From an optimization exercise on the open Yosys and OpenROAD flow, aimed at small area and a short achievable clock period; shortcuts taken in it are not production practice. The RTL was checked by simulation tests, not by an equivalence proof against the original design.

$ cat design/flow/config.mk
export PLATFORM = sky130hd
export DESIGN_NAME = kbfly
export DESIGN_NICKNAME = kbfly
export VERILOG_FILES = /design/flow/design.v
export SDC_FILE = /design/flow/constraint.sdc
export NUM_CORES = 4
export LEC_CHECK = 0
export CAP_MARGIN = 20
export CORE_MARGIN = 2
export CORE_UTILIZATION = 40
export SLEW_MARGIN = 20
$ cat design/flow/constraint.sdc
create_clock -name core_clock -period 170.0 [get_ports {clk}]
set_input_delay 34.0000 -clock core_clock [delete_from_list [all_inputs] [get_ports {clk}]]
set_output_delay 34.0000 -clock core_clock [all_outputs]
set_load 0.01 [all_outputs]
$ cat design/flow/design.v
module kbfly_srt4 (
    input  wire [23:0] s_in,
    input  wire [23:0] c_in,     
    input  wire [1:0]  bits,
    input  wire [22:0] d,
    input  wire [27:0] m,        
    output wire [23:0] s_out,
    output wire [23:0] c_out
);
    wire [6:0] ye = s_in[23:17] + c_in[23:17];
    function automatic ge7(input [6:0] x, input [6:0] t);
        integer j;
        reg c;
        reg [6:0] xa, tb;
        begin
            xa = {~x[6], x[5:0]};
            tb = ~{~t[6], t[5:0]};
            c = 1'b1;
            for (j = 0; j < 7; j = j + 1)
                c = (xa[j] & tb[j]) | (xa[j] & c) | (tb[j] & c);
            ge7 = c;
        end
    endfunction
    wire gm1 = ge7(ye, m[6:0]);
    wire g0  = ge7(ye, m[13:7]);
    wire gp1 = ge7(ye, m[20:14]);
    wire gp2 = ge7(ye, m[27:21]);
    wire pos = gp1;
    wire two = gp2 | ~gm1;
    wire one = (gp1 & ~gp2) | (gm1 & ~g0);
    wire [25:0] y_s = {s_in, bits};
    wire [25:0] y_c = {c_in, 1'b0, pos};    
    wire [23:0] d1 = {1'b0, d};
    wire [23:0] d2 = {d, 1'b0};
    wire [23:0] op = ((d1 & {24{one}}) | (d2 & {24{two}})) ^ {24{pos}};
    wire [23:0] a = y_s[23:0], b = y_c[23:0];
    wire [23:0] sm = a ^ b ^ op;
    wire [23:0] cy = (a & b) | (a & op) | (b & op);
    assign s_out = sm;
    assign c_out = {cy[22:0], 1'b0};
endmodule
module kbfly_srt4_thr (
    input  wire [22:0] d,
    output wire [27:0] m
);
    localparam [63:0] T2 = {4'd10, 4'd9, 4'd8, 4'd8, 4'd7, 4'd6, 4'd6, 4'd5,
                            4'd4, 4'd4, 4'd3, 4'd2, 4'd2, 4'd1, 4'd0, 4'd0};
    localparam [15:0] T1A = 16'b1111_1111_1000_0000;    
    localparam [15:0] T1B = 16'b1110_0000_0000_0000;    
    wire [3:0] k  = d[21:18];
    wire [3:0] o2 = T2[4*k +: 4];
    wire [6:0] m2 = 7'd12 + {3'd0, o2};
    wire [6:0] m1 = 7'd4 + {5'd0, T1A[k]} + {5'd0, T1B[k]};
    assign m = {m2, m1, ~m1, ~m2};
endmodule
module kbfly_rca #(
    parameter N = 8
) (
    input  wire [N-1:0] a,
    input  wire [N-1:0] b,
    input  wire         ci,
    output wire [N-1:0] s
);
    wire [N:0] c;
    assign c[0] = ci;
    genvar i;
    generate
        for (i = 0; i < N; i = i + 1) begin : g
            assign s[i]   = a[i] ^ b[i] ^ c[i];
            assign c[i+1] = (a[i] & b[i]) | (a[i] & c[i]) | (b[i] & c[i]);
        end
    endgenerate
endmodule
module kbfly_mul (
    input  wire [23:0] w,
    input  wire [24:0] m,
    output wire [47:0] p
);
    wire [25:0] m1 = {m[24], m};
    wire [25:0] m2 = {m, 1'b0};
    reg  [47:0] rows [0:12];
    integer j;
    reg [2:0] g;
    reg one, two, neg;
    reg [25:0] sel;
    always @* begin
        for (j = 0; j < 12; j = j + 1) begin
            g   = {w[2*j+1], w[2*j], (j == 0) ? 1'b0 : w[2*j-1]};
            neg = g[2];
            one = g[1] ^ g[0];
            two = (g == 3'b100) | (g == 3'b011);
            sel = ({26{one}} & m1) | ({26{two}} & m2);
            sel = sel ^ {26{neg}};
            sel[25] = ~sel[25];
            rows[j] = {22'd0, sel} << (2 * j);
        end
        rows[12] = 48'd0;
        for (j = 0; j < 12; j = j + 1) begin
            g   = {w[2*j+1], w[2*j], (j == 0) ? 1'b0 : w[2*j-1]};
            neg = g[2];
            rows[12][2*j] = neg;
        end
    end
    localparam [47:0] K = 48'h0 - (48'd5592405 << 25);
    wire [47:0] cs_s [0:13];
    wire [47:0] cs_c [0:13];
    assign cs_s[0] = K;
    assign cs_c[0] = rows[12];
    genvar k;
    generate
        for (k = 0; k < 12; k = k + 1) begin : acc
            wire [47:0] x = cs_s[k], y = cs_c[k], z = rows[k];
            wire [47:0] cy = (x & y) | (x & z) | (y & z);
            assign cs_s[k+1] = x ^ y ^ z;
            assign cs_c[k+1] = {cy[46:0], 1'b0};
        end
    endgenerate
    kbfly_rca #(.N(48)) u_cpa (.a(cs_s[12]), .b(cs_c[12]), .ci(1'b0), .s(p));
endmodule
module kbfly (
    input  wire        clk,
    input  wire        rst,         
    input  wire        mq_we,
    input  wire [22:0] mq_wdata,
    input  wire        trig,
    input  wire [1:0]  form,        
    input  wire        centre,
    input  wire        zen,
    input  wire [31:0] w,           
    input  wire [31:0] a,           
    input  wire [31:0] b,           
    output wire        err,         
    output reg         res_valid,   
    output reg         z_we,        
    output wire [31:0] ra,
    output wire [31:0] rb
);
    reg        qok;
    reg [21:0] dlo;
    reg [4:0]  sh;
    reg [22:0] nq;
    reg [4:0]  ns;
    always @* begin
        nq = mq_wdata;
        ns = 5'd0;
        if (nq[22:7] == 16'd0) begin nq = nq << 16; ns[4] = 1'b1; end
        if (nq[22:15] == 8'd0) begin nq = nq << 8;  ns[3] = 1'b1; end
        if (nq[22:19] == 4'd0) begin nq = nq << 4;  ns[2] = 1'b1; end
        if (nq[22:21] == 2'd0) begin nq = nq << 2;  ns[1] = 1'b1; end
        if (nq[22] == 1'b0)    begin nq = nq << 1;  ns[0] = 1'b1; end
    end
    always @(posedge clk) begin
        if (rst)
            qok <= 1'b0;
        else if (mq_we)
            qok <= mq_wdata[0] & (mq_wdata[22:1] != 22'd0);
        if (mq_we) begin
            dlo <= nq[21:0];
            sh  <= ns;
        end
    end
    wire [22:0] d = {1'b1, dlo};
    wire [27:0] thr;
    kbfly_srt4_thr u_thr (.d(d), .m(thr));
    assign err = trig & (form[1] | ~qok);
    wire   go  = trig & ~err;
    reg [2:0] v_p;
    reg [2:0] z_p;
    reg [2:0] gs_p;
    reg [2:0] c_p;
    always @(posedge clk) begin
        if (rst) begin
            v_p <= 3'd0;
            z_p <= 3'd0;
        end else begin
            v_p <= {v_p[1:0], go};
            z_p <= {z_p[1:0], go & zen};
        end
        gs_p <= {gs_p[1:0], form[0]};
        c_p  <= {c_p[1:0], centre};
    end
    wire        gs = form[0];
    wire [24:0] ax = {a[23], a[23:0]};
    wire [24:0] bx = {b[23], b[23:0]};
    wire [24:0] x0, m0;
    kbfly_rca #(.N(25)) u_x (.a(ax), .b(bx & {25{gs}}), .ci(1'b0), .s(x0));
    kbfly_rca #(.N(25)) u_m (.a(ax & {25{gs}}), .b(bx ^ {25{gs}}), .ci(gs), .s(m0));
    reg [24:0] s1_x, s1_m;
    reg [23:0] s1_w;
    always @(posedge clk) begin
        s1_x <= x0;
        s1_m <= m0;
        s1_w <= w[23:0];
    end
    wire [47:0] prod;
    kbfly_mul u_mul (.w(s1_w), .m(s1_m), .p(prod));
    wire [68:0] pn = {{21{prod[47]}}, prod} << sh;
    wire [45:0] xn = {{21{s1_x[24]}}, s1_x} << sh;
    localparam KP1 = 8;     
    localparam KP2 = 20;    
    wire [23:0] xs [0:12];
    wire [23:0] xc [0:12];
    assign xs[0] = {{2{xn[45]}}, xn[45:24]};
    assign xc[0] = 24'd0;
    genvar k;
    generate
        for (k = 0; k < 12; k = k + 1) begin : x1
            kbfly_srt4 u (.s_in(xs[k]), .c_in(xc[k]), .bits(xn[23-2*k -: 2]), .d(d), .m(thr),
                          .s_out(xs[k+1]), .c_out(xc[k+1]));
        end
    endgenerate
    wire [23:0] xw;
    kbfly_rca #(.N(24)) u_xw (.a(xs[12]), .b(xc[12]), .ci(1'b0), .s(xw));
    wire [23:0] ps [0:24];
    wire [23:0] pc [0:24];
    reg  [23:0] s2_ps, s2_pc, s2_xw;
    reg  [47-2*KP1:0] s2_pn;
    reg  [23:0] s3_ps, s3_pc;
    reg  [47-2*KP2:0] s3_pn;
    reg  [22:0] s3_sx;
    assign ps[0] = {{3{pn[68]}}, pn[68:48]};
    assign pc[0] = 24'd0;
    generate
        for (k = 0; k < 24; k = k + 1) begin : p
            wire [23:0] si = (k == KP1) ? s2_ps : (k == KP2) ? s3_ps : ps[k];
            wire [23:0] ci = (k == KP1) ? s2_pc : (k == KP2) ? s3_pc : pc[k];
            wire [1:0]  bi;
            if (k < KP1)      assign bi = pn[47-2*k -: 2];
            else if (k < KP2) assign bi = s2_pn[47-2*k -: 2];
            else              assign bi = s3_pn[47-2*k -: 2];
            kbfly_srt4 u (.s_in(si), .c_in(ci), .bits(bi), .d(d), .m(thr),
                          .s_out(ps[k+1]), .c_out(pc[k+1]));
        end
    endgenerate
    always @(posedge clk) begin
        s2_ps <= ps[KP1];
        s2_pc <= pc[KP1];
        s2_pn <= pn[47-2*KP1:0];
        s2_xw <= xw;
    end
    wire [23:0] sx_t;
    kbfly_rca #(.N(24)) u_xc (.a(s2_xw), .b({1'b0, d & {23{s2_xw[23]}}}), .ci(1'b0), .s(sx_t));
    always @(posedge clk) begin
        s3_ps <= ps[KP2];
        s3_pc <= pc[KP2];
        s3_pn <= s2_pn[47-2*KP2:0];
        s3_sx <= sx_t[22:0];
    end
    wire [23:0] pw, pr_t;
    kbfly_rca #(.N(24)) u_pw (.a(ps[24]), .b(pc[24]), .ci(1'b0), .s(pw));
    kbfly_rca #(.N(24)) u_pr (.a(pw), .b({1'b0, d & {23{pw[23]}}}), .ci(1'b0), .s(pr_t));
    wire [22:0] rr = pr_t[22:0];
    wire [22:0] sx = s3_sx;
    wire [23:0] sum;
    kbfly_rca #(.N(24)) u_sum (.a({1'b0, sx}), .b({1'b0, rr}), .ci(1'b0), .s(sum));
    wire [24:0] sumd;
    kbfly_rca #(.N(25)) u_sumd (.a({1'b0, sum}), .b(~{2'b00, d}), .ci(1'b1), .s(sumd));
    wire [22:0] ct_a = sumd[24] ? sum[22:0] : sumd[22:0];
    wire [23:0] dif;
    kbfly_rca #(.N(24)) u_dif (.a({1'b0, sx}), .b(~{1'b0, rr}), .ci(1'b1), .s(dif));
    wire [23:0] difd;
    kbfly_rca #(.N(24)) u_difd (.a(dif), .b({1'b0, d & {23{dif[23]}}}), .ci(1'b0), .s(difd));
    wire [22:0] ct_b = difd[22:0];
    wire gs3 = gs_p[2];
    wire ce3 = c_p[2];
    wire [22:0] va = gs3 ? sx : ct_a;
    wire [22:0] vb = gs3 ? rr : ct_b;
    wire [23:0] ca_t, cb_t;
    kbfly_rca #(.N(24)) u_ca (.a({1'b0, va}), .b(~{1'b0, d}), .ci(1'b1), .s(ca_t));
    kbfly_rca #(.N(24)) u_cb (.a({1'b0, vb}), .b(~{1'b0, d}), .ci(1'b1), .s(cb_t));
    wire [24:0] ca_2, cb_2;    
    kbfly_rca #(.N(25)) u_ca2 (.a({1'b0, va, 1'b0}), .b(~{2'b00, d}), .ci(1'b1), .s(ca_2));
    kbfly_rca #(.N(25)) u_cb2 (.a({1'b0, vb, 1'b0}), .b(~{2'b00, d}), .ci(1'b1), .s(cb_2));
    wire [23:0] oa = (ce3 & ~ca_2[24]) ? ca_t : {1'b0, va};
    wire [23:0] ob = (ce3 & ~cb_2[24]) ? cb_t : {1'b0, vb};
    wire [47:0] ua_w = {{24{oa[23]}}, oa} >> sh;
    wire [47:0] ub_w = {{24{ob[23]}}, ob} >> sh;
    wire [23:0] ua = ua_w[23:0];
    wire [23:0] ub = ub_w[23:0];
    reg [23:0] ra_r, rb_r;
    always @(posedge clk) begin
        if (rst) begin
            res_valid <= 1'b0;
            z_we      <= 1'b0;
            ra_r      <= 24'd0;
            rb_r      <= 24'd0;
        end else begin
            res_valid <= v_p[2];
            z_we      <= z_p[2];
            if (v_p[2]) begin
                ra_r <= ua;
                rb_r <= ub;
            end
        end
    end
    assign ra = {{8{ra_r[23]}}, ra_r};
    assign rb = {{8{rb_r[23]}}, rb_r};
endmodule
$ cat design/flow/run.sh
#!/bin/bash
# synth_recipe.tcl (not shown) runs the flow's synth.tcl, then flattens the netlist and writes it again
# the make line also repeats each setting of config.mk as NAME=value (left out here)
make -C /OpenROAD-flow-scripts/flow DESIGN_CONFIG=/design/flow/config.mk WORK_HOME=/design/flow/orfs CLKGATE_MAP_FILE= SYNTH_SCRIPT=/design/flow/synth_recipe.tcl finish
==> results of run 1 <==
-- critical path: cells and delay by family --
family / cells / cell delay (ps)
compound gates: 1 / 150
buf+inv: 3 / 1090
-- synthesized netlist by cell type (47+ instances only) --
cell / count
dfxtp_1: 318
a21oi_1: 425
buf_1: 134
buf_2: 47
nor3_1: 69
mux2_2: 58
o21ai_0: 422
nand2_1: 604
mux2i_1: 268
a211oi_1: 68
fa_1: 1256
clkbuf_1: 653
inv_1: 1184
nand3_1: 72
o21bai_1: 68
and2_1: 86
nor2_1: 434
ha_1: 479
xnor2_1: 947
maj3_1: 164
a22oi_1: 992
xor2_1: 449
a21o_1: 86
-- per-layer routing --
| layer | GRT usage, % | wire length [um] |
|---|---|---|
| met1 | 36.08 | 130100 |
| met2 | 40.95 | 135600 |
| met3 | 5.109 | 28300 |
| met4 | 10.55 | 13900 |
| met5 | 0 | 45 |
-- path summary, 6_finish.rpt --
path / slack (ps) / depth (start not counted) / startpoint / endpoint
worst max-delay path: 100760 / 4 / form[1] / err
worst min-delay path: 320 / 0 / c_p[1]$_DFF_P_ / c_p[2]$_DFF_P_
worst max register to register: 110190 / 227 / sh[2]$_DFFE_PP_ / s2_xw[23]$_DFF_P_
worst min register to register: 320 / 0 / c_p[1]$_DFF_P_ / c_p[2]$_DFF_P_
-- state kept, by name (all words and copies together), names as in the netlist, 24 cells and up --
signal and flops:
rb_r 24, s2_xw 24, s1_w 24, ra_r 24, s1_m 25, s1_x 25, s2_ps 24, s2_pn 32
s3_ps 24
-- final cells by class --
class / instances / area (um^2) / area share [%]
sequential: 345 / 7192 / 7.557
tap: 2975 / 3722 / 3.911
clock buffer: 60 / 1286 / 1.351
inverter: 1203 / 4516 / 4.745
timing repair buffer: 429 / 3746 / 3.936
clock inverter: 24 / 276.5 / 0.2905
antenna: 1 / 2.502 / 0.002629
multi-input combinational: 7779 / 74430 / 78.21
-- cells in the final DEF (no fill, tap or decap), types with 36 or more instances in the layout --
master / netlist / final
and2_1: 86 / 85
dfxtp_1: 318 / 306
mux4_2: 46 / 46
ha_1: 479 / 478
xnor2_1: 947 / 947
nor2_1: 434 / 425
nor2b_1: 41 / 40
a21oi_1: 425 / 423
clkdlybuf4s50_1: 0 / 168
a22oi_1: 992 / 992
o21bai_1: 68 / 68
o21ai_0: 422 / 420
maj3_1: 164 / 164
buf_4: 26 / 251
mux2i_1: 268 / 258
o211ai_1: 43 / 43
nor3_1: 69 / 68
xor2_1: 449 / 449
nor4_1: 46 / 44
a31oi_1: 44 / 41
fa_1: 1256 / 1256
a21o_1: 86 / 86
clkbuf_16: 0 / 47
mux2_2: 58 / 58
inv_1: 1184 / 1180
nand2_1: 604 / 600
a211oi_1: 68 / 68
a221oi_1: 36 / 36
nand3_1: 72 / 72
-- through the flow --
step                utilization (%)  hold slack, ps
floorplan                         -           309.6
global placement              42.09           313.1
detailed placement            42.10           313.5
CTS                           42.81           318.8
global route                  42.81           335.1
finish                        42.81           315.9
-- cell families after synthesis --
family	count (synthesis)	share of synthesized area, %
mux	383	5.050
buf+inv	2086	9.064
xor+xnor	1406	13.87
compound gates	2540	19.36
fa+ha+maj	1900	36.66
simple gates	1550	7.972
flops	345	8.024
==> results.yml, run 1 <==
critical_path:
  crit_chain: "clkdlybuf4s50_1, inv_1, a21boi_0, clkdlybuf4s50_1"
  critical_path.most_common_cell: "clkdlybuf4s50_1"
  end_kind: "output pin"
  crit_fanout: 2
  required_ps: 136000
  cp.arrival_ps: 35240
  critPathKind: "input pin to output pin"
  cp-start-kind: "input pin"
  slowest_delay_ps: 570
  worst_path_max_delay_cell: "clkdlybuf4s50_1"
yosys:
  yosysSeqAreaShare_pct: 8.024
  syn-cell-area_mm2: 0.08945
  ys_ff_latch: 345
  synth-main-ff-cell: "dfxtp_1"
  syn_inst: 10210
  syn_area_per_cell_um2: 8.761
  synth_nets: 12070
  ys_async_sr_fraction_pct: 0
  yosys.area.top_type: "fa_1"
  synth_top_area_share_pct: 28.11
  synth.distinct_cells: 120
  synth_edf_count: 27
  yosys-top-cells-area: "fa_1, xnor2_1, a22oi_1"
  synth_warnings: 5
clocking:
  cts_resized: 0
  post_cts_buffers: 0
  cts_max_level: 2
  postCtsHoldBufs: 0
  cts_tree: "yes"
  clk_path_buf_depth: 3
  clock_insertion_delay_worst_skew_ps: 650
  cts_sinks: 345
  clk_root_buffer_cell: "clkbuf_16"
  cts_buffers: 45
  path_clk_slew_ps: 70
floorplan:
  ioPinCount: 194
  die_h_um: 476.9
  dieArea_mm2: 0.2274
  die_width_um: 476.9
  start_util_pct: 40.24
  core_mm2: 0.2223
  rows: 173
sta:
  worst_slew_pin_slew_ps: 1239
  finalHoldViolCount: 0
  skew_ps: 57.22
  worst_slack_ps: 100760
  fin_crit_sh_pct: 40.73
  drv_slew: 0
  fin_crit_ps: 69240
  clock.fmax_mhz: 14.44
  finalSetupViolations: 0
  final.setup.tns_ps: 0
  rsz0062_at_grt: "no"
  relSlewSlack_pct: 17.40
global_routing:
  grt_overflow: 0
  grt_max_degree: 81
  grt_pass1_vias: 77110
  grt_pass1_wl_mm: 473.2
  antenna_found_initial: 14
  grt.total_usage_pct: 26.41
detailed_routing:
  post_drt_wl_per_cell_um: 24.03
  routed_wl_mm: 307.9
  antenna_left: 0
  routed_via_density: 5.948
  drc: 0
  drt_iter0_drc: 7599
  drt_pass1_iterations: 6
  vias: 76230
place:
  numPortBuffers: 169
  gp_congestion: 0.9316
  dp_slack_ps: 100740
  dp_cells: 12730
  dp_hpwl_mm: 234.5
  postPlaceCellArea_mm2: 0.09360
cells_and_area:
  fin_area_mm2: 0.09517
  instances_no_fill: 12820
  layout-drive-gt1-share_pct: 6.087
  synthToLayoutAreaGrowth_pct: 6.401
  fill_cells: 21840
  fin_nets: 11670
run:
  maxCapViolations: 0
min_path:
  hold_class: "register to register"
outcome:
  status: "complete, no violations"
==> run 2: changes to the inputs <==
--- a/design/flow/design.v
+++ b/design/flow/design.v
@@ -265,14 +265,25 @@
     wire ce3 = c_p[2];
     wire [22:0] va = gs3 ? sx : ct_a;
     wire [22:0] vb = gs3 ? rr : ct_b;
+    function automatic ge24(input [23:0] x, input [23:0] t);
+        integer j;
+        reg c;
+        reg [23:0] tb;
+        begin
+            tb = ~t;
+            c = 1'b1;
+            for (j = 0; j < 24; j = j + 1)
+                c = (x[j] & tb[j]) | (x[j] & c) | (tb[j] & c);
+            ge24 = c;
+        end
+    endfunction
     wire [23:0] ca_t, cb_t;
     kbfly_rca #(.N(24)) u_ca (.a({1'b0, va}), .b(~{1'b0, d}), .ci(1'b1), .s(ca_t));
     kbfly_rca #(.N(24)) u_cb (.a({1'b0, vb}), .b(~{1'b0, d}), .ci(1'b1), .s(cb_t));
-    wire [24:0] ca_2, cb_2;    
-    kbfly_rca #(.N(25)) u_ca2 (.a({1'b0, va, 1'b0}), .b(~{2'b00, d}), .ci(1'b1), .s(ca_2));
-    kbfly_rca #(.N(25)) u_cb2 (.a({1'b0, vb, 1'b0}), .b(~{2'b00, d}), .ci(1'b1), .s(cb_2));
-    wire [23:0] oa = (ce3 & ~ca_2[24]) ? ca_t : {1'b0, va};
-    wire [23:0] ob = (ce3 & ~cb_2[24]) ? cb_t : {1'b0, vb};
+    wire hi_a = ge24({va, 1'b0}, {1'b0, d});
+    wire hi_b = ge24({vb, 1'b0}, {1'b0, d});
+    wire [23:0] oa = (ce3 & hi_a) ? ca_t : {1'b0, va};
+    wire [23:0] ob = (ce3 & hi_b) ? cb_t : {1'b0, vb};
     wire [47:0] ua_w = {{24{oa[23]}}, oa} >> sh;
     wire [47:0] ub_w = {{24{ob[23]}}, ob} >> sh;
     wire [23:0] ua = ua_w[23:0];
==> design/flow/flow/run.sh (new file) <==
#!/bin/bash
# Own layout flow: the standard flow (standard.sh) with two changes.
#  1. Synthesis: the standard flow's synthesis script, but Yosys's generic "abc -fast" pass in
#     the fine synth step is skipped (synth -noabc), so extract_fa sees the adder
#     logic as written and maps it to full adders without polarity inverters. The
#     later liberty-mapping ABC pass, dfflibmap, flatten and renaming are unchanged,
#     so the registers are the same as in the standard synthesis.
#  2. Port buffers: buffer_ports uses sky130_fd_sc_hd__buf_2 instead of its default
#     delay buffer. Every input and output port still gets its own buffer.
# Each tool's output goes to the ORFS logs under orfs/logs; make's output to flow.log.
set -euo pipefail
W=$(pwd)
sed 's/synth -top $::env(DESIGN_NAME) -run fine: {\*}$synth_full_args/synth -top $::env(DESIGN_NAME) -run fine: -noabc {*}$synth_full_args/' \
    "$FLOW_HOME/scripts/synth.tcl" > "$W/synth_noabc.tcl"
grep -q -- '-run fine: -noabc' "$W/synth_noabc.tcl"
sed "s|source \$::env(SCRIPTS_DIR)/synth.tcl|source $W/synth_noabc.tcl|" "$W/synth_recipe.tcl" > "$W/own_synth.tcl"
grep -q synth_noabc "$W/own_synth.tcl"
bash "$W/standard.sh" "SYNTH_SCRIPT=$W/own_synth.tcl" \
    "BUFFER_PORTS_ARGS=-buffer_cell sky130_fd_sc_hd__buf_2" finish > "$W/flow.log" 2>&1
==> design/flow/standard.sh (new file) <==
#!/bin/bash
# synth_recipe.tcl (not shown) runs the flow's synth.tcl, then flattens the netlist and writes it again
# the make line also repeats each setting of config.mk as NAME=value (left out here)
make -C /OpenROAD-flow-scripts/flow DESIGN_CONFIG=/design/flow/config.mk WORK_HOME=/design/flow/orfs CLKGATE_MAP_FILE= SYNTH_SCRIPT=/design/flow/synth_recipe.tcl "${@:-finish}"
removed: design/flow/run.sh
==> run 2 against run 1 <==
  * Non-clock buffer count decreased by 10
  * Routed wire length decreased by 6.6%
  * Register-to-register slack got worse by 1400 ps
  * First-iteration DRC count decreased by 8.0%
  * Critical path type unchanged
==> results.yml, run 2 <==
outcome:
  status: "complete, no violations"
cells_and_area:
  layout-drive-gt1-share_pct: 8.138
  top_regs: "s2_pn: 32 flops, s1_m: 25 flops, s1_x: 25 flops"
  largest_register: "s2_pn"
  largest_reg_flops: 32
  synthToLayoutAreaGrowth_pct: 5.033
  multiInputGateArea_mm2: 0.07469
  fill_cells: 21210
  regArea_mm2: 0.007179
  most-common-layout-cells: "fa_1, xnor2_1, a22oi_1, a21oi_1, ha_1"
  instances_no_fill: 11820
  fin_nets: 10860
  final_common_cell: "fa_1"
critical_path:
  path_buf_inv: 3
  cp_top_family: "buffers and inverters"
  critPathKind: "input pin to output pin"
  critical_path.most_common_cell: "buf_2"
  crit_fanout: 2
  cp.arrival_ps: 34400
  worstRegToRegCells: 205
  r2r_end: "s2_xw[23]$_DFF_P_"
  rr_startpoint: "sh[1]$_DFFE_PP_"
  cp-start-kind: "input pin"
  end_kind: "output pin"
  rrSetupSlack_ps: 108750
  slowest_delay_ps: 150
  required_ps: 136000
  worst_path_max_delay_cell: "buf_2"
  crit_chain: "buf_2, inv_1, a21boi_0, buf_2"
clocking:
  clock_insertion_delay_worst_skew_ps: 680
  clk_path_buf_depth: 3
  clk_root_buffer_cell: "clkbuf_16"
  cts_tree: "yes"
  cts_buffers: 44
  cts_max_level: 2
  cts_sinks: 345
  postCtsHoldBufs: 0
  cts_resized: 0
  post_cts_buffers: 0
  path_clk_slew_ps: 80
sta:
  finalHoldViolCount: 0
  fin_crit_sh_pct: 40.24
  worst_slack_ps: 101600
  worst_slew_pin_slew_ps: 1186
  fin_crit_ps: 68400
  drv_slew: 0
  finalSetupViolations: 0
  rsz0062_at_grt: "no"
  final.setup.tns_ps: 0
  clock.fmax_mhz: 14.62
  skew_ps: 42.88
  hold_ws_ps: 310.5
  relSlewSlack_pct: 18.68
detailed_routing:
  antenna_left: 0
  routed_wl_mm: 287.5
  post_drt_wl_per_cell_um: 24.33
  drc: 0
  drt_iter0_drc: 6994
  drt_pass1_iterations: 7
  routed_via_density: 6.153
  vias: 72700
global_routing:
  grt_pass1_wl_mm: 447.0
  grt.total_usage_pct: 25.50
  grt_pass1_vias: 74010
  antenna_found_initial: 11
  grt_max_degree: 147
  grt_overflow: 0
floorplan:
  die_h_um: 469.9
  die_width_um: 469.9
  dieArea_mm2: 0.2208
  ioPinCount: 194
  start_util_pct: 40.09
  core_mm2: 0.2165
  rows: 171
yosys:
  ys_top_cells_by_count: "fa_1, xnor2_1, a22oi_1, clkbuf_1, a21oi_1"
  syn_area_per_cell_um2: 9.278
  ys_async_sr_fraction_pct: 0
  yosys-top-cells-area: "fa_1, xnor2_1, a22oi_1"
  yosys.area.top_type: "fa_1"
  syn-cell-area_mm2: 0.08681
  synth_top_area_share_pct: 29.84
  synth_edf_count: 27
  synth_nets: 11290
  yosysSeqAreaShare_pct: 8.268
  synth.distinct_cells: 115
  synth-main-ff-cell: "dfxtp_1"
  syn_inst: 9356
  synth_warnings: 5
  ys_ff_latch: 345
  yosysMostFrequentCell: "fa_1"
min_path:
  min_from: "s2_pn[0]$_SDFF_PP0_"
  hold_path_end: "s3_pn[0]$_DFF_P_"
  whs_path_depth: 0
  hold_class: "register to register"
place:
  dp_cells: 11730
  dp_hpwl_mm: 221.7
  numPortBuffers: 169
  gp_congestion: 0.9333
  dp_slack_ps: 101600
run:
  maxCapViolations: 0
-- run 2: changes by cell type after synthesis, moves of 31 or more --
cell      change
inv_1       -829
o21ai_0     -115
ha_1         +34
a21oi_1      +99
nand2_1      -99
a211oi_1     +33
nand3_1      +41
and2_1       +31
fa_1         +38
maj3_1       -43
xnor2_1     +290
o22ai_1      +39
xor2_1      -402
a221o_1      +56
-- run 2: per-layer routing --
metal / vias up / routed length, um / track usage, % / share of wire [%]
li1: 32170 / - / - / -
met4: 6 / 11120 / 8.936 / 3.9
met1: 37170 / 120800 / 33.76 / 42
met3: 486 / 21260 / 3.911 / 7.4
met2: 2865 / 134300 / 42.27 / 47
met5: - / 43 / 0 / 0.015
-- run 2: cells by family (layout without fill, tap and decap cells) --
family                     count (synthesis)  after routing  synth area share [%]
AOI/OAI and AO/OA                       2625           2625                 20.78
adders and majority gates               1930           1930                 38.66
and+or+nand+nor                         1512           1512                 8.053
xor gates and xnor gates                1286           1286                 13.00
buffers and inverters                   1274            876                 5.943
muxes                                    384            384                 5.298
DFF                                      345            345                 8.268
other                                      0              4                     0
-- run 2: per-stage QoR --
stage                     cell area, um^2  utilization [%]
final                               91180            42.11
after global routing                91170            42.11
after CTS                           91150            42.10
after detailed placement            89700            41.43
after global placement              89700            41.43
after floorplan                     86810                -
-- run 2: worst max-delay path by stage --
stage,startpoint,end,slack [ps],depth (start not counted)
after global placement,form[1],err,101570,4
after global routing,form[1],err,101490,4
final,form[1],err,101600,4
after floorplan,form[1],err,101690,2
after detailed placement,form[1],err,101600,4
after CTS,form[1],err,101590,4
-- run 2: cell type report --
type                            count  area share, %
Clock inverter                     26         0.2882
Timing Repair Buffer              419          3.137
Tap cell                         2854          3.917
Inverter                          377          1.552
Clock buffer                       54          1.305
Sequential cell                   345          7.874
Multi-Input combinational cell   7737          81.92
Antenna cell                        4        0.01098
==> run 3: changes to the inputs <==
--- a/design/flow/design.v
+++ b/design/flow/design.v
@@ -197,7 +197,7 @@
     wire [68:0] pn = {{21{prod[47]}}, prod} << sh;
     wire [45:0] xn = {{21{s1_x[24]}}, s1_x} << sh;
     localparam KP1 = 8;     
-    localparam KP2 = 20;    
+    localparam KP2 = 19;    
     wire [23:0] xs [0:12];
     wire [23:0] xc [0:12];
     assign xs[0] = {{2{xn[45]}}, xn[45:24]};
@@ -211,23 +211,23 @@
     endgenerate
     wire [23:0] xw;
     kbfly_rca #(.N(24)) u_xw (.a(xs[12]), .b(xc[12]), .ci(1'b0), .s(xw));
-    wire [23:0] ps [0:24];
-    wire [23:0] pc [0:24];
+    wire [23:0] ps [0:23];
+    wire [23:0] pc [0:23];
     reg  [23:0] s2_ps, s2_pc, s2_xw;
-    reg  [47-2*KP1:0] s2_pn;
+    reg  [45-2*KP1:0] s2_pn;
     reg  [23:0] s3_ps, s3_pc;
-    reg  [47-2*KP2:0] s3_pn;
+    reg  [45-2*KP2:0] s3_pn;
     reg  [22:0] s3_sx;
-    assign ps[0] = {{3{pn[68]}}, pn[68:48]};
+    assign ps[0] = {{2{pn[68]}}, pn[68:46]};
     assign pc[0] = 24'd0;
     generate
-        for (k = 0; k < 24; k = k + 1) begin : p
+        for (k = 0; k < 23; k = k + 1) begin : p
             wire [23:0] si = (k == KP1) ? s2_ps : (k == KP2) ? s3_ps : ps[k];
             wire [23:0] ci = (k == KP1) ? s2_pc : (k == KP2) ? s3_pc : pc[k];
             wire [1:0]  bi;
-            if (k < KP1)      assign bi = pn[47-2*k -: 2];
-            else if (k < KP2) assign bi = s2_pn[47-2*k -: 2];
-            else              assign bi = s3_pn[47-2*k -: 2];
+            if (k < KP1)      assign bi = pn[45-2*k -: 2];
+            else if (k < KP2) assign bi = s2_pn[45-2*k -: 2];
+            else              assign bi = s3_pn[45-2*k -: 2];
             kbfly_srt4 u (.s_in(si), .c_in(ci), .bits(bi), .d(d), .m(thr),
                           .s_out(ps[k+1]), .c_out(pc[k+1]));
         end
@@ -235,7 +235,7 @@
     always @(posedge clk) begin
         s2_ps <= ps[KP1];
         s2_pc <= pc[KP1];
-        s2_pn <= pn[47-2*KP1:0];
+        s2_pn <= pn[45-2*KP1:0];
         s2_xw <= xw;
     end
     wire [23:0] sx_t;
@@ -243,11 +243,11 @@
     always @(posedge clk) begin
         s3_ps <= ps[KP2];
         s3_pc <= pc[KP2];
-        s3_pn <= s2_pn[47-2*KP2:0];
+        s3_pn <= s2_pn[45-2*KP2:0];
         s3_sx <= sx_t[22:0];
     end
     wire [23:0] pw, pr_t;
-    kbfly_rca #(.N(24)) u_pw (.a(ps[24]), .b(pc[24]), .ci(1'b0), .s(pw));
+    kbfly_rca #(.N(24)) u_pw (.a(ps[23]), .b(pc[23]), .ci(1'b0), .s(pw));
     kbfly_rca #(.N(24)) u_pr (.a(pw), .b({1'b0, d & {23{pw[23]}}}), .ci(1'b0), .s(pr_t));
     wire [22:0] rr = pr_t[22:0];
     wire [22:0] sx = s3_sx;
--- a/design/flow/config.mk
+++ b/design/flow/config.mk
@@ -5,6 +5,7 @@
 export SDC_FILE = /design/flow/constraint.sdc
 export NUM_CORES = 4
 export LEC_CHECK = 0
+export ABC_AREA = 1
 export CAP_MARGIN = 20
 export CORE_MARGIN = 2
 export CORE_UTILIZATION = 40
==> run 3 against run 2 <==
  * Setup slack better by 5.0 ps
  * Maximum frequency about the same
  * Critical path depth unchanged
==> results.yml, run 3 <==
critical_path:
  crit_fanout: 2
  slowest_delay_ps: 150
  cp.arrival_ps: 34400
  crit_chain: "buf_2, inv_1, a21boi_0, buf_2"
  worst_path_max_delay_cell: "buf_2"
  cp-start-kind: "input pin"
  rr_startpoint: "sh[1]$_DFFE_PP_"
  critical_path.most_common_cell: "buf_2"
  end_kind: "output pin"
  required_ps: 136000
  worstRegToRegCells: 241
  startpoint: "form[1]"
  critPathKind: "input pin to output pin"
min_path:
  min_from: "s2_pn[7]$_SDFF_PP0_"
  whs_path_depth: 0
  hold_class: "register to register"
yosys:
  synth_nets: 11980
  synth_warnings: 5
  synth-main-ff-cell: "dfxtp_1"
  yosys-top-cells-area: "fa_1, xor2_1, o22ai_1"
  synth_edf_count: 27
  syn_inst: 10070
  ys_top_cells_by_count: "nand2_1, fa_1, o22ai_1, xor2_1, inv_1"
  yosys.area.top_type: "fa_1"
  syn-cell-area_mm2: 0.08266
  synth.distinct_cells: 71
  yosysSeqAreaShare_pct: 8.634
  ys_ff_latch: 343
  syn_area_per_cell_um2: 8.206
  synth_top_area_share_pct: 30.81
  ys_async_sr_fraction_pct: 0
  yosysMostFrequentCell: "nand2_1"
sta:
  relSlewSlack_pct: 22.92
  hold_ws_ps: 326.8
  final.setup.tns_ps: 0
  finalSetupViolations: 0
  drv_slew: 0
  fin_crit_ps: 68400
  worst_slack_ps: 101600
  worst_slew_pin_slew_ps: 1144
  finalHoldViolCount: 0
  rsz0062_at_grt: "no"
  fin_crit_sh_pct: 40.23
  clock.fmax_mhz: 14.62
  skew_ps: 27.07
place:
  gp_congestion: 0.9753
  numPortBuffers: 169
  dp_hpwl_mm: 224.2
  dp_cells: 12320
  dp_slack_ps: 101590
global_routing:
  grt.total_usage_pct: 26.90
  antenna_found_initial: 9
  grt_overflow: 0
  grt_max_degree: 73
  grt_pass1_wl_mm: 441.6
  grt_pass1_vias: 73460
cells_and_area:
  synthToLayoutAreaGrowth_pct: 4.697
  fill_cells: 20290
  largest_register: "s2_pn"
  num_antenna_cells: 0
  final_common_cell: "nand2_1"
  top_regs: "s2_pn: 30 flops, s1_m: 25 flops, s1_x: 25 flops"
  layout-drive-gt1-share_pct: 7.263
  fin_nets: 11590
  largest_reg_flops: 30
  instances_no_fill: 12410
  most-common-layout-cells: "nand2_1, fa_1, o22ai_1, xor2_1, inv_1"
clocking:
  cts_max_level: 2
  clk_path_buf_depth: 3
  cts_tree: "yes"
  postCtsHoldBufs: 0
  post_cts_buffers: 0
  clock_insertion_delay_worst_skew_ps: 660
  path_clk_slew_ps: 60
  cts_sinks: 343
  clk_root_buffer_cell: "clkbuf_16"
  cts_resized: 0
  cts_buffers: 45
detailed_routing:
  routed_via_density: 5.899
  routed_wl_mm: 287.6
  drt_pass1_iterations: 7
  vias: 73200
  post_drt_wl_per_cell_um: 23.18
  drc: 0
  drt_iter0_drc: 7002
  antenna_left: 0
floorplan:
  rows: 166
  core_mm2: 0.2050
  die_width_um: 458.6
  die_h_um: 458.6
  start_util_pct: 40.32
  ioPinCount: 194
  dieArea_mm2: 0.2103
run:
  maxCapViolations: 0
outcome:
  status: "complete, no violations"
==> run 3: path summary, 6_finish.rpt <==
kind	endpoint	slack [ps]
worst max-delay path	err	101600
worst min-delay path	s3_pn[7]$_DFF_P_	330
worst max register to register	s2_xw[23]$_DFF_P_	112590
worst min register to register	s3_pn[7]$_DFF_P_	330
==> run 3: critical path: cells and delay by family <==
family / cells / cell delay, ps
AO/OA/AOI/OAI: 1 / 140
buffers and inverters: 3 / 270
==> run 3: per-stage QoR <==
step	util [%]	cell area, um^2
after floorplan	-	82660
after CTS	42.20	86510
after detailed placement	41.45	84980
after global routing	42.21	86540
final	42.21	86540
after global placement	41.45	84980
==> run 3: cell type report <==
| type | count | area, um^2 | share of cell area (%) |
|---|---|---|---|
| sequential | 343 | 7139 | 8.250 |
| clock inverter | 30 | 332.8 | 0.3846 |
| inverter | 897 | 3390 | 3.917 |
| tap | 2688 | 3363 | 3.886 |
| clock buffer | 53 | 1196 | 1.382 |
| multi-input combinational | 8023 | 68660 | 79.34 |
| timing repair buffer | 374 | 2455 | 2.837 |
==> run 3: logic make-up after synthesis <==
group           after synthesis  share of synthesized area (%)
simple gates               2691                          14.28
compound gates             2296                          16.78
fa+ha+maj                  1791                          38.62
buf+inv                    1706                          8.403
xor+xnor                   1193                          12.65
flops                       343                          8.634
mux                          52                         0.6297
==> run 3: per-layer routing <==
| layer | track usage, % | part of all wire [%] | routed length, um |
|---|---|---|---|
| met1 | 35.63 | 42 | 120000 |
| met4 | 10.36 | 4.3 | 12480 |
| met5 | 0 | 0.014 | 41 |
| met2 | 43.43 | 46 | 131000 |
| met3 | 4.978 | 8.4 | 24060 |
==> run 4: changes to the inputs <==
==> design/flow/run.sh (new file) <==
#!/bin/bash
# synth_recipe.tcl (not shown) runs the flow's synth.tcl, then flattens the netlist and writes it again
# the make line also repeats each setting of config.mk as NAME=value (left out here)
make -C /OpenROAD-flow-scripts/flow DESIGN_CONFIG=/design/flow/config.mk WORK_HOME=/design/flow/orfs CLKGATE_MAP_FILE= SYNTH_SCRIPT=/design/flow/synth_recipe.tcl finish
--- a/design/flow/config.mk
+++ b/design/flow/config.mk
@@ -5,7 +5,6 @@
 export SDC_FILE = /design/flow/constraint.sdc
 export NUM_CORES = 4
 export LEC_CHECK = 0
-export ABC_AREA = 1
 export CAP_MARGIN = 20
 export CORE_MARGIN = 2
 export CORE_UTILIZATION = 40
removed: design/flow/flow/run.sh
removed: design/flow/standard.sh
==> run 4 against run 3 <==
  * Routed wire length grew 6.4%
  * Sequential cell count unchanged
  * Synthesized cell count is 0.60% higher
  * Synthesized area increased by 7.2%
  * Final cell count rose by 2.6%
  * Clock-buffer cell count rose by 1
  * Critical path depth is the same
  * Maximum frequency is 1.2% lower
  * Clock skew is 39 ps higher
  * Global-route usage decreased by 0.14 points
  * Highest routed layer unchanged
==> results.yml, run 4 <==
outcome:
  status: "complete, no violations"
sta:
  finalHoldViolCount: 0
  relSlewSlack_pct: 23.99
  worst_slew_pin_slew_ps: 1139
  fin_crit_sh_pct: 40.74
  finalSetupViolations: 0
  drv_slew: 0
  hold_ws_ps: 324.5
  rsz0062_at_grt: "no"
  worst_slack_ps: 100740
  fin_crit_ps: 69260
  final.setup.tns_ps: 0
  clock.fmax_mhz: 14.44
  skew_ps: 66.55
critical_path:
  cp-start-kind: "input pin"
  crit_fanout: 2
  startpoint: "form[1]"
  rr_startpoint: "dlo[19]$_DFFE_PP_"
  worst_path_max_delay_cell: "clkdlybuf4s50_1"
  slowest_delay_ps: 580
  required_ps: 136000
  cp.arrival_ps: 35260
  critPathKind: "input pin to output pin"
  rrSetupSlack_ps: 110570
  crit_chain: "clkdlybuf4s50_1, inv_1, a21boi_0, clkdlybuf4s50_1"
  crit_end: "err"
  path_buf_inv: 3
  worstRegToRegCells: 229
  end_kind: "output pin"
  cp_top_family: "buffers and inverters"
  critical_path.most_common_cell: "clkdlybuf4s50_1"
  r2r_end: "s2_xw[23]$_DFF_P_"
  path_depth: 4
yosys:
  yosysMostFrequentCell: "fa_1"
  ys_top_cells_by_count: "fa_1, inv_1, a22oi_1, xnor2_1, clkbuf_1"
  synth_top_area_share_pct: 27.96
  synth_xor_area_share_pct: 13.63
  synth.distinct_cells: 109
  synthAdderAreaFrac_pct: 36.42
  synth_compound_area_share_pct: 18.95
  synth-main-ff-cell: "dfxtp_1"
  ys_ff_latch: 343
  yosysSeqAreaShare_pct: 8.057
  syn_area_per_cell_um2: 8.743
  synth-simple-area-share_pct: 8.099
  ys_async_sr_fraction_pct: 0
  synth_nets: 11970
  synth_warnings: 5
  synth_top_family_by_area: "adder cells"
  synth_edf_count: 27
  syn-cell-area_mm2: 0.08858
  muxShareOfSynthArea_pct: 5.877
  yosys-top-cells-area: "fa_1, a22oi_1, xnor2_1"
  syn_inst: 10130
  yosys.area.top_type: "fa_1"
detailed_routing:
  antenna_left: 0
  routed_via_density: 5.947
  post_drt_wl_per_cell_um: 24.05
  dr_wl_met2_mm: 137.4
  route.met3.wl_mm: 29.88
  drt_pass1_iterations: 8
  drt_iter0_drc: 7850
  highest_layer: "met5"
  vias: 75690
  m1WireLength_mm: 127.9
  routed_wl_mm: 306.1
  drc: 0
clocking:
  cts_tree: "yes"
  postCtsHoldBufs: 0
  cts_buffers: 45
  cts_sinks: 343
  cts_resized: 0
  clk_root_buffer_cell: "clkbuf_16"
  path_clk_slew_ps: 60
  post_cts_buffers: 0
  cts_max_level: 2
  clock_insertion_delay_worst_skew_ps: 680
  clk_path_buf_depth: 3
global_routing:
  grt.total_usage_pct: 26.76
  antenna_found_initial: 22
  grt_overflow: 0
  grt_max_degree: 84
  grt_pass1_wl_mm: 470.8
  grt_pass1_vias: 76140
cells_and_area:
  multiInputGateArea_mm2: 0.07376
  top_regs: "s2_pn: 30 flops, s1_m: 25 flops, s1_x: 25 flops"
  layout-drive-gt1-share_pct: 6.402
  largest_register: "s2_pn"
  fill_cells: 21780
  regArea_mm2: 0.007143
  most-common-layout-cells: "fa_1, inv_1, a22oi_1, xnor2_1, nand2_1"
  largest_reg_flops: 30
  final_common_cell: "fa_1"
  fin_nets: 11560
  synthToLayoutAreaGrowth_pct: 6.644
floorplan:
  ioPinCount: 194
  start_util_pct: 40.27
  die_h_um: 474.6
  rows: 172
  dieArea_mm2: 0.2252
  die_width_um: 474.6
  core_mm2: 0.2199
place:
  dp_hpwl_mm: 237.7
  numPortBuffers: 169
  gp_congestion: 0.9377
  dp_slack_ps: 100720
min_path:
  hold_class: "register to register"
run:
  maxCapViolations: 0
run 4: changes by cell type in the layout (fill, tap and decap cells not counted), sizes merged, moves of 147 or more:
cell	change
nand3	-560
maj3	+147
clkdlybuf4s50	+167
xor2	-597
o22ai	-1103
xnor2	+771
inv	+300
mux2i	+248
nor2	+201
a22oi	+949
nand2	-1004
run 4: cell families after synthesis:
| group | count (synthesis) |
|---|---|
| compound gates | 2479 |
| xor+xnor | 1368 |
| fa+ha+maj | 1868 |
| buf+inv | 2075 |
| flops | 343 |
| mux | 439 |
| simple gates | 1560 |
run 4: worst min path at each step:
| stage | slack, ps | start | cells after the start | to |
|---|---|---|---|---|
| after floorplan | 310 | c_p[0]$_DFF_P_ | 0 | c_p[1]$_DFF_P_ |
| after global placement | 310 | s2_pn[3]$_SDFF_PP0_ | 0 | s3_pn[3]$_DFF_P_ |
| after detailed placement | 310 | s2_pn[2]$_SDFF_PP0_ | 0 | s3_pn[2]$_DFF_P_ |
| after CTS | 320 | s2_pn[6]$_SDFF_PP0_ | 0 | s3_pn[6]$_DFF_P_ |
| after global routing | 330 | s2_pn[6]$_SDFF_PP0_ | 0 | s3_pn[6]$_DFF_P_ |
| final | 320 | c_p[1]$_DFF_P_ | 0 | c_p[2]$_DFF_P_ |
run 4: layer usage:
metal	global-route usage, %	vias to the layer above
li1	-	33500
met1	36.42	38160
met2	42.27	3471
met3	5.656	546
met4	8.527	18
met5	0	-
run 4: through the flow:
| step | cells | instance area, um^2 | util [%] |
|---|---|---|---|
| after floorplan | 10130 | 88580 | - |
| after detailed placement | 12640 | 92780 | 42.19 |
| after global placement | 12640 | 92750 | 42.17 |
| final | 12730 | 94470 | 42.95 |
| after global routing | 12720 | 94450 | 42.94 |
| after CTS | 12720 | 94410 | 42.92 |
run 4: final cells by class:
cell class	instances	share of cell area, %
tap	2958	3.918
antenna	8	0.02119
clock buffer	54	1.260
timing repair buffer	433	3.973
clock inverter	30	0.4596
inverter	1189	4.726
sequential	343	7.561
multi-input combinational	7714	78.08
run 4: worst register-to-register path, delay by kind of cell, from the launching register on:
| family | cells | cell delay, ps |
|---|---|---|
| adders and majority gates | 72 | 26840 |
| DFF | 1 | 390 |
| buffers and inverters | 43 | 7490 |
| AOI/OAI and AO/OA | 51 | 9450 |
| and+or+nand+nor | 34 | 7480 |
| muxes | 4 | 1220 |
| xor gates and xnor gates | 25 | 6450 |
==> run 5: changes to the inputs <==
--- a/design/flow/config.mk
+++ b/design/flow/config.mk
@@ -5,6 +5,7 @@
 export SDC_FILE = /design/flow/constraint.sdc
 export NUM_CORES = 4
 export LEC_CHECK = 0
+export ABC_AREA = 1
 export CAP_MARGIN = 20
 export CORE_MARGIN = 2
 export CORE_UTILIZATION = 40
==> run 5 against run 4 <==
  * First-iteration DRC count is 14% lower
  * Maximum frequency is 0.14% higher
  * Clock skew is 6.2 ps lower
  * Routed wire length is 6.5% lower
  * Register-to-register slack better by 1500 ps
  * Die area is 4.2% lower
  * Setup slack better by 96 ps
  * Cell area is 5.2% lower
  * Clock-buffer cell count is 3 lower
  * Sequential share of layout area is 0.41 points higher
  * Global-route usage is 0.83 points lower
==> results.yml, run 5 <==
yosys:
  synth_edf_count: 27
  synth_warnings: 5
  yosys.area.top_type: "fa_1"
  yosysSeqAreaShare_pct: 8.416
  synth.distinct_cells: 74
  synth_top_area_share_pct: 29.20
  ys_async_sr_fraction_pct: 0
  syn-cell-area_mm2: 0.08480
  syn_area_per_cell_um2: 7.819
  ys_ff_latch: 343
  yosysMostFrequentCell: "inv_1"
  synth-main-ff-cell: "dfxtp_1"
  synth_nets: 12680
  ys_top_cells_by_count: "inv_1, nand2_1, fa_1, xor2_1, o22ai_1"
  yosys-top-cells-area: "fa_1, xor2_1, o22ai_1"
  syn_inst: 10850
clocking:
  cts_resized: 0
  cts_buffers: 41
  postCtsHoldBufs: 0
  cts_tree: "yes"
  post_cts_buffers: 0
  cts_max_level: 2
  path_clk_slew_ps: 60
  clk_root_buffer_cell: "clkbuf_16"
  clk_path_buf_depth: 3
  cts_sinks: 343
  clock_insertion_delay_worst_skew_ps: 670
sta:
  rsz0062_at_grt: "no"
  finalSetupViolations: 0
  fin_crit_ps: 69170
  drv_slew: 0
  relSlewSlack_pct: 28.51
  worst_slew_pin_slew_ps: 1061
  clock.fmax_mhz: 14.46
  skew_ps: 60.31
  fin_crit_sh_pct: 40.69
  final.setup.tns_ps: 0
  finalHoldViolCount: 0
floorplan:
  ioPinCount: 194
  dieArea_mm2: 0.2157
  rows: 169
  core_mm2: 0.2115
  die_width_um: 464.4
  die_h_um: 464.4
  start_util_pct: 40.10
critical_path:
  crit_fanout: 2
  rr_startpoint: "sh[1]$_DFFE_PP_"
  end_kind: "output pin"
  cp-start-kind: "input pin"
  critPathKind: "input pin to output pin"
  required_ps: 136000
  crit_end: "err"
  r2r_end: "s2_xw[23]$_DFF_P_"
  rrSetupSlack_ps: 112030
  worstRegToRegCells: 275
  cp.arrival_ps: 35170
  startpoint: "trig"
cells_and_area:
  most-common-layout-cells: "inv_1, nand2_1, fa_1, xor2_1, o22ai_1"
  fin_nets: 12290
  synthToLayoutAreaGrowth_pct: 5.580
  fill_cells: 21310
  top_regs: "s2_pn: 30 flops, s1_m: 25 flops, s1_x: 25 flops"
  final_common_cell: "inv_1"
  largest_register: "s2_pn"
  largest_reg_flops: 30
  layout-drive-gt1-share_pct: 4.995
detailed_routing:
  routed_wl_mm: 286.2
  drt_pass1_iterations: 8
  drt_iter0_drc: 6783
  routed_via_density: 5.652
  drc: 0
  antenna_left: 0
  vias: 75240
  post_drt_wl_per_cell_um: 21.50
place:
  numPortBuffers: 169
  dp_hpwl_mm: 226.0
  gp_congestion: 0.9619
global_routing:
  grt_max_degree: 118
  grt.total_usage_pct: 25.93
  grt_pass1_vias: 74870
  grt_pass1_wl_mm: 443.1
  grt_overflow: 0
  antenna_found_initial: 14
min_path:
  hold_class: "register to register"
outcome:
  status: "complete, no violations"
run:
  maxCapViolations: 0
-- run 5: cell types whose count changed in the layout (fill, tap and decap cells not counted), moves of 103 or more --
cell,before,now
inv_1,1157,1605
o22ai_1,27,1035
a21oi_1,455,301
nand3_1,99,407
mux2i_1,290,78
xnor2_1,829,126
o21ai_0,357,780
maj3_1,157,24
a22oi_1,978,1
nor2_1,441,275
a21o_1,107,4
xor2_1,527,1089
nand2_1,551,1597
-- run 5: worst min-delay path by stage --
stage	from	endpoint	slack, ps	depth (start not counted)
global route	s2_pn[3]$_SDFF_PP0_	s3_pn[3]$_DFF_P_	320	0
finish	s2_pn[3]$_SDFF_PP0_	s3_pn[3]$_DFF_P_	330	0
global placement	s2_pn[1]$_SDFF_PP0_	s3_pn[1]$_DFF_P_	310	0
detailed placement	gs_p[0]$_DFF_P_	gs_p[1]$_DFF_P_	310	0
CTS	s2_pn[3]$_SDFF_PP0_	s3_pn[3]$_DFF_P_	320	0
floorplan	c_p[0]$_DFF_P_	c_p[1]$_DFF_P_	310	0
-- run 5: cell families (layout without fill, tap and decap cells) --
logic type	Yosys count	in the layout	synth area share, %
adder cells (fa/ha/maj)	1730	1730	36.40
XOR/XNOR	1215	1215	12.55
AND/OR/NAND/NOR	2569	2569	13.12
flip-flops	343	343	8.416
other	0	1	0
multiplexers	89	89	1.052
buffers and inverters	2475	2120	11.61
AO/OA/AOI/OAI	2425	2425	16.86
-- run 5: routing by layer --
layer / part of all wire, % / wire length (um) / track usage, %
met4: 4.6 / 13180 / 10.22
met1: 43 / 124000 / 35.99
met5: 0.033 / 94 / 0
met2: 44 / 125800 / 40.47
met3: 8.1 / 23140 / 3.854
-- run 5: area by class of cell --
class                           count  area, um^2  share of cell area (%)
Timing Repair Buffer              350        3115                   3.480
Sequential cell                   343        7138                   7.972
Inverter                         1697        6430                   7.181
Tap cell                         2821        3530                   3.942
Clock inverter                     22       286.5                  0.3200
Multi-Input combinational cell   8028       67900                   75.83
Antenna cell                        1       2.502                0.002795
Clock buffer                       51        1135                   1.267
-- run 5: critical path: stages --
cell and delay, ps:
clkdlybuf4s50_1 470, inv_1 40, a21oi_1 110, clkdlybuf4s50_1 550
-- run 5: metrics by stage --
step / std cells / setup WS (ps) / instance area, um^2 / util (%) / hold WS, ps
after global placement: 13240 / 100800 / 88080 / 41.65 / 310.9
final: 13310 / 100830 / 89530 / 42.34 / 325.6
after detailed placement: 13240 / 100830 / 88080 / 41.65 / 314.6
after global routing: 13310 / 100750 / 89530 / 42.34 / 324.7
after floorplan: 10850 / 101770 / 84800 / - / 309.6
after CTS: 13310 / 100820 / 89500 / 42.32 / 319.8
==> run 6: changes to the inputs <==
==> design/flow/flow/run.sh (new file) <==
#!/bin/bash
# Own layout flow: the standard flow (standard.sh, with its standard synthesis)
# with one change: buffer_ports uses sky130_fd_sc_hd__buf_2 instead of its default
# delay buffer. Every input and output port still gets its own buffer.
# Each tool's output goes to the ORFS logs under orfs/logs; make's output to flow.log.
set -euo pipefail
W=$(pwd)
bash "$W/standard.sh" "BUFFER_PORTS_ARGS=-buffer_cell sky130_fd_sc_hd__buf_2" finish > "$W/flow.log" 2>&1
==> design/flow/standard.sh (new file) <==
#!/bin/bash
# synth_recipe.tcl (not shown) runs the flow's synth.tcl, then flattens the netlist and writes it again
# the make line also repeats each setting of config.mk as NAME=value (left out here)
make -C /OpenROAD-flow-scripts/flow DESIGN_CONFIG=/design/flow/config.mk WORK_HOME=/design/flow/orfs CLKGATE_MAP_FILE= SYNTH_SCRIPT=/design/flow/synth_recipe.tcl "${@:-finish}"
removed: design/flow/run.sh
==> run 6 against run 5 <==
  * Still clean
  * Synthesized cell count unchanged
  * Setup slack improved by 810 ps
  * Synthesized area unchanged
  * Critical endpoint unchanged
  * Largest cell class unchanged
==> results.yml, run 6 <==
clocking:
  postCtsHoldBufs: 0
  post_cts_buffers: 0
  path_clk_slew_ps: 60
  clk_path_buf_depth: 3
  clk_root_buffer_cell: "clkbuf_16"
  cts_max_level: 2
  cts_tree: "yes"
  clock_insertion_delay_worst_skew_ps: 670
  cts_sinks: 343
  cts_buffers: 44
  cts_resized: 0
global_routing:
  grt_overflow: 0
  grt_pass1_vias: 74750
  antenna_found_initial: 10
  grt_pass1_wl_mm: 443.6
  grt_max_degree: 119
  grt.total_usage_pct: 26.04
sta:
  skew_ps: 50.38
  drv_slew: 0
  fin_crit_sh_pct: 40.21
  clock.fmax_mhz: 14.63
  worst_slew_pin_slew_ps: 1085
  fin_crit_ps: 68360
  finalHoldViolCount: 0
  relSlewSlack_pct: 27.60
  final.setup.tns_ps: 0
  worst_slack_ps: 101640
  finalSetupViolations: 0
  rsz0062_at_grt: "no"
  hold_ws_ps: 327.8
detailed_routing:
  routed_wl_mm: 286.8
  routed_via_density: 5.658
  drc: 0
  drt_pass1_iterations: 9
  drt_iter0_drc: 6687
  antenna_left: 0
  vias: 75370
  post_drt_wl_per_cell_um: 21.53
cells_and_area:
  fill_cells: 21420
  fin_util_pct: 41.99
  top_regs: "s2_pn: 30 flops, s1_m: 25 flops, s1_x: 25 flops"
  layout-drive-gt1-share_pct: 6.660
  fin_nets: 12290
  multiInputGateArea_mm2: 0.06790
  largest_register: "s2_pn"
  most-common-layout-cells: "inv_1, nand2_1, fa_1, xor2_1, o22ai_1"
  instances_no_fill: 13320
  largest_reg_flops: 30
  fin_area_mm2: 0.08879
  final_common_cell: "inv_1"
  regArea_mm2: 0.007138
  synthToLayoutAreaGrowth_pct: 4.707
floorplan:
  core_mm2: 0.2115
  die_width_um: 464.4
  rows: 169
  ioPinCount: 194
  dieArea_mm2: 0.2157
  start_util_pct: 40.10
  die_h_um: 464.4
yosys:
  synth_top_area_share_pct: 29.20
  synth_nets: 12680
  ys_async_sr_fraction_pct: 0
  syn_inst: 10850
  synth-main-ff-cell: "dfxtp_1"
  synth.distinct_cells: 74
  yosysMostFrequentCell: "inv_1"
  syn-cell-area_mm2: 0.08480
  synth_warnings: 5
  yosys.area.top_type: "fa_1"
  ys_top_cells_by_count: "inv_1, nand2_1, fa_1, xor2_1, o22ai_1"
  ys_ff_latch: 343
  synth_edf_count: 27
  syn_area_per_cell_um2: 7.819
  yosysSeqAreaShare_pct: 8.416
  yosys-top-cells-area: "fa_1, xor2_1, o22ai_1"
critical_path:
  crit_fanout: 2
  critPathKind: "input pin to output pin"
  rrSetupSlack_ps: 111120
  r2r_end: "s2_xw[23]$_DFF_P_"
  required_ps: 136000
  crit_end: "err"
  end_kind: "output pin"
  startpoint: "form[1]"
  rr_startpoint: "dlo[19]$_DFFE_PP_"
  worstRegToRegCells: 273
  cp.arrival_ps: 34360
  cp-start-kind: "input pin"
run:
  maxCapViolations: 0
min_path:
  hold_class: "register to register"
place:
  numPortBuffers: 169
  dp_cells: 13240
  postPlaceCellArea_mm2: 0.08721
  gp_congestion: 0.9536
  dp_hpwl_mm: 227.3
  dp_slack_ps: 101640
outcome:
  status: "complete, no violations"
==> run 6: cell counts after synthesis <==
Identical to the previous run, type by type.
==> run 6: critical path, cell delays in order <==
cell and delay, ps:
buf_2 70, inv_1 40, a21oi_1 110, buf_2 140
==> run 6: how the worst min path moves through the flow <==
stage                        startpoint          endpoint  slack, ps  cells after the start
floorplan                c_p[0]$_DFF_P_    c_p[1]$_DFF_P_        310                      0
global placement    s2_pn[1]$_SDFF_PP0_  s3_pn[1]$_DFF_P_        310                      0
detailed placement  s2_pn[2]$_SDFF_PP0_  s3_pn[2]$_DFF_P_        320                      0
CTS                      c_p[1]$_DFF_P_    c_p[2]$_DFF_P_        330                      0
global route        s2_pn[0]$_SDFF_PP0_  s3_pn[0]$_DFF_P_        330                      0
finish                   c_p[1]$_DFF_P_    c_p[2]$_DFF_P_        330                      0
==> run 6: final cells by class <==
cell class | instances | area share, %
Tap cell | 2821 | 3.975
Sequential cell | 343 | 8.039
Clock inverter | 29 | 0.4044
Multi-Input combinational cell | 8028 | 76.47
Clock buffer | 52 | 1.354
Antenna cell | 4 | 0.01127
Inverter | 1697 | 7.241
Timing Repair Buffer | 346 | 2.505
==> run 6: kinds of logic (layout without fill, tap and decap cells) <==
| logic type | Yosys count | in the layout | synth area share, % |
|---|---|---|---|
| AOI/OAI and AO/OA | 2425 | 2425 | 16.86 |
| xor gates and xnor gates | 1215 | 1215 | 12.55 |
| adders and majority gates | 1730 | 1730 | 36.40 |
| buffers and inverters | 2475 | 2124 | 11.61 |
| DFF | 343 | 343 | 8.416 |
| muxes | 89 | 89 | 1.052 |
| other | 0 | 4 | 0 |
| and+or+nand+nor | 2569 | 2569 | 13.12 |
==> run 6: layer usage <==
metal | vias up | part of all wire, % | global-route usage [%] | wire, um
li1 | 34540 | - | - | -
met1 | 37220 | 43 | 35.70 | 122800
met2 | 3022 | 44 | 40.34 | 125600
met3 | 566 | 8.1 | 4.143 | 23120
met4 | 10 | 5.3 | 11.63 | 15290
met5 | - | 0.026 | 0 | 75

## separate check: timing with driven ports
No port has a modelled driver above. Below, the same layouts with a new extraction and two added sets of constraints. Step 1, drivers: a clkbuf_16 drives clk and a buf_2 each remaining input, both assumed. Step 2 adds t to the input delays and takes it off the output delays; t is the mean of the earliest and latest rising clock arrival at the registers after step 1. Input paths then give back, and output paths get back, about the clock's delay inside the block. Slacks: ideal / step 1 / step 2; pairs: ideal / step 1.
run | shift t [ns] | setup slack, ns | hold WS [ns] | cell pins on the clock port's net
run 1 | 0.718 | 100.757 / 100.722 / 100.722 | 0.316 / 0.316 / 0.316 | 1
run 2 | 0.740 | 101.596 / 101.574 / 101.574 | 0.310 / 0.310 / 0.310 | 1
run 3 | 0.725 | 101.601 / 101.579 / 101.579 | 0.327 / 0.327 / 0.327 | 1
run 4 | 0.748 | 100.736 / 100.711 / 100.711 | 0.325 / 0.325 / 0.325 | 1
run 5 | 0.719 | 100.832 / 100.803 / 100.803 | 0.326 / 0.326 / 0.326 | 1
run 6 | 0.742 | 101.642 / 101.617 / 101.617 | 0.328 / 0.328 / 0.328 | 1
After both steps setup and hold are still met in every run listed. The setup slack of run 1, which loses most, moves by -0.035 ns with the drivers and by -0.035 ns with both steps.
